Background: an optimization exercise with open tools, aiming at small area, a short achievable clock period and few clock cycles. Do not read the settings as production practice. In this exercise RTL edits were held to simulation tests only and were not proved equivalent to the original. Power and IR drop assume default switching activity.

Design ang_track, start of the top module:
module ang_track (
    input  wire        clk,
    input  wire        rst,             
    input  wire        load,
    input  wire [63:0] load_angle,
    input  wire [63:0] load_speed,
    input  wire [47:0] load_t,
    input  wire [15:0] load_k,
    input  wire [15:0] cfg_ppr,
    input  wire [3:0]  cfg_kp,
    input  wire [3:0]  cfg_ks,
    input  wire        cmd_valid,
    output wire        cmd_ready,
    input  wire        cmd_epoch,       
    input  wire [47:0] cmd_t,
    output reg         res_valid,
    output wire [63:0] res_angle,
    output wire [31:0] res_speed
);
For scale: about 690 flip-flops, ~370 I/O pins, ~55,000 sq um of cells after synthesis.
==> flow/config.mk <==
export PLATFORM = sky130hd
export DESIGN_NAME = ang_track
export DESIGN_NICKNAME = ang_track
export VERILOG_FILES = /design/flow/design.v
export SDC_FILE = /design/flow/constraint.sdc
export NUM_CORES = 4
export LEC_CHECK = 0
export CAP_MARGIN = 20
export CORE_MARGIN = 2
export CORE_UTILIZATION = 40
export SETUP_SLACK_MARGIN = 4
export SLEW_MARGIN = 20
==> flow/constraint.sdc <==
create_clock -name core_clock -period 10.0 [get_ports {clk}]
set_input_delay 2.0000 -clock core_clock [delete_from_list [all_inputs] [get_ports {clk}]]
set_output_delay 2.0000 -clock core_clock [all_outputs]
set_load 0.01 [all_outputs]
run.sh (not shown) runs the stock make flow with config.mk's settings and CLKGATE_MAP_FILE= SYNTH_SCRIPT=/design/flow/synth_recipe.tcl, a recipe that flattens the netlist after the stock synthesis.
The first run finished with timing, DRC and antenna clean.
Testbench counts at the start, summed over its fixed seeds: cycles 117,487.
Then changed:
Settings changed: SETUP_SLACK_MARGIN 4 to 5.
Effect:
- area after synthesis stays the same
- critical path depth rises by 3
- power rises by 4.4%
- non-clock buffer count rises by 129
- hold slack improved by 3.6 ps
- setup slack got worse by 38 ps


== main ==
ang_track, a different RTL version from the one above (not shown whole).
Size: ~700 flip-flops, about 370 I/O pins.
==> flow/config.mk <==
export PLATFORM = sky130hd
export DESIGN_NAME = ang_track
export DESIGN_NICKNAME = ang_track
export VERILOG_FILES = /design/flow/design.v
export SDC_FILE = /design/flow/constraint.sdc
export NUM_CORES = 4
export LEC_CHECK = 0
export CAP_MARGIN = 20
export CORE_MARGIN = 2
export CORE_UTILIZATION = 40
export SETUP_SLACK_MARGIN = 5
export SLEW_MARGIN = 20
==> flow/constraint.sdc <==
create_clock -name core_clock -period 10.0 [get_ports {clk}]
set_input_delay 2.0000 -clock core_clock [delete_from_list [all_inputs] [get_ports {clk}]]
set_output_delay 2.0000 -clock core_clock [all_outputs]
set_load 0.01 [all_outputs]
main: full flow OK, the timing, DRC and antenna checks passed
Testbench counts of main, summed over its fixed seeds: cycles 115,423.
## Diff of input files: the feature branch against main
Settings: swapping 5 for 3 in SETUP_SLACK_MARGIN.
Sort the feature branch and main by via count of the first global-routing pass desc -> top: main
On average wire per cell in the routed design: between the feature branch and main, it ends up higher for main.
Total power of the feature branch is lower than that of main.


Setup of umber:
ang_track, a different RTL version from the one above (not shown whole).
Size in the first run: about 7500 cells after synthesis, about 740 flip-flops, ~370 I/O pins.
==> flow/config.mk <==
export PLATFORM = sky130hd
export DESIGN_NAME = ang_track
export DESIGN_NICKNAME = ang_track
export VERILOG_FILES = /design/flow/design.v
export SDC_FILE = /design/flow/constraint.sdc
export NUM_CORES = 4
export LEC_CHECK = 0
export CAP_MARGIN = 20
export CORE_MARGIN = 2
export CORE_UTILIZATION = 55
export PLACE_DENSITY = 0.7
export SETUP_SLACK_MARGIN = 5
export SLEW_MARGIN = 20
==> flow/constraint.sdc <==
create_clock -name core_clock -period 10.0 [get_ports {clk}]
set_input_delay 2.0000 -clock core_clock [delete_from_list [all_inputs] [get_ports {clk}]]
set_output_delay 2.0000 -clock core_clock [all_outputs]
set_load 0.01 [all_outputs]
The final layout from umber, which completed every stage, passed the timing, DRC and antenna checks at the end of the flow.
Testbench counts of umber, summed over its fixed seeds: cycles 109,837.
Changes in tundra relative to umber:
- swapping 55 for 40 in CORE_UTILIZATION
- clearing PLACE_DENSITY, which used to be 0.7
- swapping 5 for 4 in SETUP_SLACK_MARGIN
Results
- tundra against umber: critical path arrival rose 760 ps, smallest hold slack about even, number of stages on the worst setup path fell 3.
- umber and tundra ended up with nearly the same total number of multi-input combinational cells.
Inputs modified between tundra and garnet:
- SETUP_SLACK_MARGIN now 5, was 4
## What came out
On multi-input combinational cell count, garnet tracks tundra almost exactly. Against tundra as the reference, garnet delivers a higher setup slack. Summary of garnet over tundra: final cycle utilization of the critical path lost 8.3 points, post-layout instance area went up 5.3%, number of synthesized register bits about even, flip-flop and latch count about even.


== oak ==
ang_track, a different RTL version from the one above (not shown whole).
For scale: ~810 flip-flops, roughly 370 I/O pins, ~67000 um2 of cells after synthesis.
clock: 10.0 ns
lec_check: 0
cap_margin: 20
core_margin: 2
core_utilization: 40
place_density: 0.75
setup_slack_margin: 5
slew_margin: 20
No stage failed in oak, and the final checks on the layout all came back clean.
Testbench counts of oak, summed over its fixed seeds: cycles 95,836.
The following lists how pine was set up differently from oak:
# oak
export LEC_CHECK = 0
export CAP_MARGIN = 20
export CORE_MARGIN = 2
export CORE_UTILIZATION = 40
export PLACE_DENSITY = 0.75
export SETUP_SLACK_MARGIN = 5
export SLEW_MARGIN = 20
create_clock -name core_clock -period 10.0 [get_ports {clk}]
# pine
export LEC_CHECK = 0
export CAP_MARGIN = 20
export CORE_MARGIN = 2
export CORE_UTILIZATION = 40
export CTS_BUF_LIST = sky130_fd_sc_hd__clkbuf_8
export SETUP_SLACK_MARGIN = 5
export SLEW_MARGIN = 20
create_clock -name core_clock -period 10.0 [get_ports {clk}]
### Flow results
- Both conditions hold for pine: the flow ran to the end and the final layout passed the timing, DRC and antenna checks.
- pine reports its origin of the worst setup path as dt[13] while oak reports spd[22].
- Register fraction of the total cell area was higher in the run labelled pine.
- Taking oak as the reference, in pine clock latency on the worst-skew pair increased by 210 ps relative to the old numbers; total power saw a decrease.
- Going from oak to pine, the average wire per cell in the routed design was found to have gone up by about 1.2%.
- The count of clock-buffer cells in the layout in pine sits 52 above the value recorded for oak.
- pine and oak ended up with nearly the same highest clock rate.
For birch, these inputs were changed with respect to pine:
# pine
export LEC_CHECK = 0
export CAP_MARGIN = 20
export CORE_MARGIN = 2
export CORE_UTILIZATION = 40
export CTS_BUF_LIST = sky130_fd_sc_hd__clkbuf_8
export SETUP_SLACK_MARGIN = 5
export SLEW_MARGIN = 20
create_clock -name core_clock -period 10.0 [get_ports {clk}]
# birch
export LEC_CHECK = 0
export ABC_AREA = 1
export CAP_MARGIN = 20
export CORE_MARGIN = 2
export CORE_UTILIZATION = 40
export SETUP_SLACK_MARGIN = 5
export SLEW_MARGIN = 20
create_clock -name core_clock -period 10.0 [get_ports {clk}]
## What came out
- Across both runs, multiplexer fraction of the synthesized cell area was lower for birch than for pine.
- From pine to birch the numbers moved as follows: count of unique library cells instantiated by Yosys -22; total number of tap cells -15; total track usage +4.9 points; aggregate routed wire length +12%.
Inputs modified between birch and maple:
# birch
export LEC_CHECK = 0
export ABC_AREA = 1
export CAP_MARGIN = 20
export CORE_MARGIN = 2
export CORE_UTILIZATION = 40
export SETUP_SLACK_MARGIN = 5
export SLEW_MARGIN = 20
create_clock -name core_clock -period 10.0 [get_ports {clk}]
# maple
export LEC_CHECK = 0
export CAP_MARGIN = 20
export CORE_MARGIN = 2
export CORE_UTILIZATION = 40
export SETUP_SLACK_MARGIN = 5
export SLEW_MARGIN = 20
create_clock -name core_clock -period 10.0 [get_ports {clk}]
## What came out
From birch to maple the numbers moved as follows: synthesized cell area picked up an extra 700 um2; setup slack picked up an extra 190 ps; final core area utilization lost 2.4 points; die area picked up an extra 1800 um2; total detailed-routing wirelength lost 12%. Switching power of the nets in maple vs birch: down 0.0031 W. Going from birch to maple, portion of netlist area occupied by mux cells increased by 2.5 points relative to the old numbers; part of the cycle the worst path needs decreased by 1.9 points relative to the old numbers; growth of design area from synthesis to finish decreased by 6.0 points relative to the old numbers.

==> what the ideal ports hide <==
No port has a modelled driver above. Below, the same layouts with a new extraction and two added sets of constraints. Step 1 sets driving cells, clkbuf_16 on the clock port and buf_2 on the other inputs (assumed; they add their load-dependent delay and slew). Step 2 times the ports against the registers' clock, not the clock port: input delays grow and output delays shrink by t, the midpoint of the rising clock arrivals with the driver on. Slacks: ideal / step 1 / step 2; pairs: ideal / step 1.
run	t (ns)	slack for setup (ns)	clock arrival spread, ns	worst register clock-pin slew, ns
the first run of note 1	0.805	3.409 / 3.409 / 2.771	0.044 / 0.045	0.07 / 0.07
the second run of note 1	0.823	3.370 / 3.370 / 2.708	0.047 / 0.047	0.07 / 0.07
main	0.779	3.270 / 3.270 / 3.270	0.031 / 0.032	0.07 / 0.07
the feature branch	0.783	2.986 / 2.986 / 2.986	0.044 / 0.044	0.07 / 0.07
umber	0.810	4.728 / 4.728 / 4.262	0.035 / 0.035	0.07 / 0.07
tundra	0.818	3.962 / 3.962 / 3.962	0.045 / 0.044	0.07 / 0.07
garnet	0.823	4.794 / 4.794 / 4.186	0.051 / 0.051	0.07 / 0.07
oak	0.833	4.898 / 4.898 / 4.134	0.038 / 0.037	0.07 / 0.07
pine	1.024	4.894 / 4.894 / 4.450	0.078 / 0.078	0.07 / 0.07
birch	0.838	4.779 / 4.779 / 4.462	0.036 / 0.036	0.07 / 0.07
maple	0.822	4.972 / 4.972 / 4.468	0.029 / 0.030	0.07 / 0.07
After both steps every run listed still meets setup and hold. For oak, which loses most, drivers alone change the setup slack by 0.000 ns; drivers and shift together by -0.764 ns.
